What follows belongs to an exercise in optimizing a design on an open flow for small area, a short achievable clock period and few clock cycles per item; a production flow would make more cautious choices.
Where RTL was checked, it was by simulation tests only, not by an equivalence proof against the original.

==> inputs of branch maple <==
Design sha2_engine, start of the top module:
module sha2_engine (
    input  wire          clk,
    input  wire          rst,         
    input  wire          in_valid,
    output wire          in_ready,
    input  wire          in_sha384,   
    input  wire          in_first,    
    input  wire [1023:0] in_block,
    output wire          out_valid,
    input  wire          out_ready,
    output wire [383:0]  out_digest
);
Settings: LEC_CHECK=0, CAP_MARGIN=20, CORE_MARGIN=2, CORE_UTILIZATION=60, PLACE_DENSITY=0.7, SLEW_MARGIN=20, SYNTH_MEMORY_MAX_BITS=16384; clock period 14.0 ns.
standard.sh (not shown) runs the stock make flow with config.mk's settings and CLKGATE_MAP_FILE= SYNTH_SCRIPT=/design/flow/synth_recipe.tcl, a recipe that flattens the netlist after the stock synthesis.
==> flow/flow/run.sh <==
#!/bin/bash
# Layout flow: the standard synthesis and layout, with timing repair
# aiming for setup slack of SETUP_MARGIN ns at the design's clock period
# (the clock and every constraint stay as given; only the repair target moves).
# Ports get the smallest buffer, and the clock tree uses clkbuf_8 without
# dummy loads.
set -euo pipefail
W=$(pwd)
MARGIN=${SETUP_MARGIN:-8.5}
bash standard.sh synth > "$W/synth.log" 2>&1
make -C "$FLOW_HOME" DESIGN_CONFIG="$W/config.mk" WORK_HOME="$W/orfs" CLKGATE_MAP_FILE= \
    SYNTH_SCRIPT="$W/synth_recipe.tcl" SETUP_SLACK_MARGIN="$MARGIN" \
    BUFFER_PORTS_ARGS="-buffer_cell sky130_fd_sc_hd__buf_1" \
    CTS_ARGS="-sink_clustering_enable -repair_clock_nets -dont_use_dummy_load -buf_list sky130_fd_sc_hd__clkbuf_8" \
    finish > "$W/layout.log" 2>&1
R="$W/orfs/results/$FLOW_PLATFORM/sha2_engine/base"
: # left out here: write the final layout as DEF
==> inputs of branch yarrow, as changes to branch maple <==
--- a/flow/design.v
+++ b/flow/design.v
@@ -271,31 +271,27 @@
             hrm[0] <= hrm[1];
             hrm[1] <= hrm[2];
             hrm[2] <= hrm[3];
             hrm[3] <= ivm;
         end
-        if (ld_iv) begin
+        if (rnd) begin
+            v[0] <= a_sum;
+            v[1] <= last ? sx : a;
+            v[2] <= last ? hq[3] : b;      
+            v[3] <= last ? hq[2] : c;      
+            v[4] <= e_sum;
+            v[5] <= last ? sy : e;
+            v[6] <= last ? hr[3] : f;      
+            v[7] <= last ? hr[2] : g;      
+        end else if (ld_iv) begin
             for (i = 0; i < 8; i = i + 1)
                 v[i] <= iv_of(i, mode);
-        end else begin
-            if (rnd) begin
-                v[0] <= a_sum;
-                v[1] <= last ? sx : a;
-                v[2] <= last ? hq[3] : b;      
-                v[3] <= last ? hq[2] : c;      
-                v[4] <= e_sum;
-                v[5] <= last ? sy : e;
-                v[6] <= last ? hr[3] : f;      
-                v[7] <= last ? hr[2] : g;      
-            end
-            if (fin) begin
-                v[0] <= sx;
-                v[4] <= sy;
-            end
+        end else if (fin) begin
+            v[0] <= sx;
+            v[4] <= sy;
         end
-        if (!stall)
-            W[0] <= W[1];
+        W[0] <= W[1];
         w15c <= (ready || setup) ? 64'h0 : w2[127:64];
         for (i = 1; i < 17; i = i + 1) begin
             if (ready || i == 16)
                 W[i] <= in_sha384 ? in_block[1023 - 64*(i-1) -: 64]
                                   : {in_block[1023 - 64*(i-1) -: 32], in_block[1023 - 32*(i-1) -: 32]};
==> flow/flow/run.sh (replaced) <==
#!/bin/bash
# Layout flow: the standard synthesis and layout, with timing repair
# aiming for setup slack of SETUP_MARGIN ns at the design's clock period
# (the clock and every constraint stay as given; only the repair target moves).
# Ports get the smallest buffer, and the clock tree uses clkbuf_16 on clusters of up to 30 sinks without
# dummy loads.
set -euo pipefail
W=$(pwd)
MARGIN=${SETUP_MARGIN:-8.5}
bash standard.sh synth > "$W/synth.log" 2>&1
make -C "$FLOW_HOME" DESIGN_CONFIG="$W/config.mk" WORK_HOME="$W/orfs" CLKGATE_MAP_FILE= \
    SYNTH_SCRIPT="$W/synth_recipe.tcl" SETUP_SLACK_MARGIN="$MARGIN" \
    BUFFER_PORTS_ARGS="-buffer_cell sky130_fd_sc_hd__buf_1" \
    CTS_ARGS="-sink_clustering_enable -repair_clock_nets -dont_use_dummy_load -buf_list sky130_fd_sc_hd__clkbuf_16 -sink_clustering_size 30 -sink_clustering_max_diameter 80" \
    finish > "$W/layout.log" 2>&1
R="$W/orfs/results/$FLOW_PLATFORM/sha2_engine/base"
: # left out here: write the final layout as DEF
CAP_MARGIN = 30   (was 20)
CORE_UTILIZATION = 55   (was 60)
PLACE_DENSITY = 0.65   (was 0.7)
SLEW_MARGIN = 40   (was 20)
==> inputs of branch raven, as changes to branch maple <==
--- a/flow/design.v
+++ b/flow/design.v
@@ -271,31 +271,27 @@
             hrm[0] <= hrm[1];
             hrm[1] <= hrm[2];
             hrm[2] <= hrm[3];
             hrm[3] <= ivm;
         end
-        if (ld_iv) begin
+        if (rnd) begin
+            v[0] <= a_sum;
+            v[1] <= last ? sx : a;
+            v[2] <= last ? hq[3] : b;      
+            v[3] <= last ? hq[2] : c;      
+            v[4] <= e_sum;
+            v[5] <= last ? sy : e;
+            v[6] <= last ? hr[3] : f;      
+            v[7] <= last ? hr[2] : g;      
+        end else if (ld_iv) begin
             for (i = 0; i < 8; i = i + 1)
                 v[i] <= iv_of(i, mode);
-        end else begin
-            if (rnd) begin
-                v[0] <= a_sum;
-                v[1] <= last ? sx : a;
-                v[2] <= last ? hq[3] : b;      
-                v[3] <= last ? hq[2] : c;      
-                v[4] <= e_sum;
-                v[5] <= last ? sy : e;
-                v[6] <= last ? hr[3] : f;      
-                v[7] <= last ? hr[2] : g;      
-            end
-            if (fin) begin
-                v[0] <= sx;
-                v[4] <= sy;
-            end
+        end else if (fin) begin
+            v[0] <= sx;
+            v[4] <= sy;
         end
-        if (!stall)
-            W[0] <= W[1];
+        W[0] <= W[1];
         w15c <= (ready || setup) ? 64'h0 : w2[127:64];
         for (i = 1; i < 17; i = i + 1) begin
             if (ready || i == 16)
                 W[i] <= in_sha384 ? in_block[1023 - 64*(i-1) -: 64]
                                   : {in_block[1023 - 64*(i-1) -: 32], in_block[1023 - 32*(i-1) -: 32]};
==> flow/run.sh (new file) <==
#!/bin/bash
# synth_recipe.tcl (not shown) runs the flow's synth.tcl, then flattens the netlist and writes it again
# the make line also repeats each setting of config.mk as NAME=value (left out here)
make -C /OpenROAD-flow-scripts/flow DESIGN_CONFIG=/design/flow/config.mk WORK_HOME=/design/flow/orfs CLKGATE_MAP_FILE= SYNTH_SCRIPT=/design/flow/synth_recipe.tcl finish
CAP_MARGIN = 30   (was 20)
CORE_UTILIZATION = 30   (was 60)
PLACE_DENSITY = 0.4   (was 0.7)
SLEW_MARGIN = 40   (was 20)
removed: flow/flow/run.sh
removed: flow/standard.sh
==> comparison <==
- Branch raven ran to the end with no violations. Branch maple never finished: it broke off in global routing. Branch yarrow finished clean.
- Sequential cell count is the same in branch yarrow and branch raven.
- Of branch raven and branch yarrow, branch raven has the higher critical path depth (gap 1).
- In branch yarrow the routed wire length is lower than in branch raven, by 7.0%.
- Against branch yarrow, the worst hold slack of branch raven is better by 0.050 ns.
- Clock skew: branch yarrow is higher than branch raven (0.054 ns).
- Against branch yarrow, the core utilization of branch raven is lower by 26 points.
- In branch raven the die area is larger than in branch yarrow, by 83%.
- Between branch raven and branch yarrow, the lower clock-buffer cell count is in branch yarrow (gap 254).
Testbench counts of branch yarrow, summed over its fixed seeds: cycles 93,432, blocks 1,280.
Testbench counts of branch raven, summed over its fixed seeds: cycles 93,432, blocks 1,280.
Function not checked in branch maple: the RTL went through the layout flow alone.

==> port drivers added, routing unchanged <==
In the flow no input, the clock included, has a driving cell. The finished layouts below were timed again as built, in two steps. Step 1, drivers: a clkbuf_16 drives clk and a buf_2 each remaining input, both assumed. Step 2 times the ports against the registers' clock, not the clock port: input delays grow and output delays shrink by t, the midpoint of the rising clock arrivals with the driver on. a / b / c = no drivers / after step 1 / after step 2; a / b = the first two.
run | t (ns) | setup WS [ns] | worst register clock-pin slew, ns
branch yarrow | 0.956 | 7.901 / 7.901 / 7.500 | 0.12 / 0.12
branch raven | 1.081 | 5.912 / 5.912 / 5.912 | 0.07 / 0.07
After both steps setup and hold are still met in every run listed. The setup slack of branch yarrow, which loses most, moves by 0.000 ns with the drivers and by -0.401 ns with both steps.
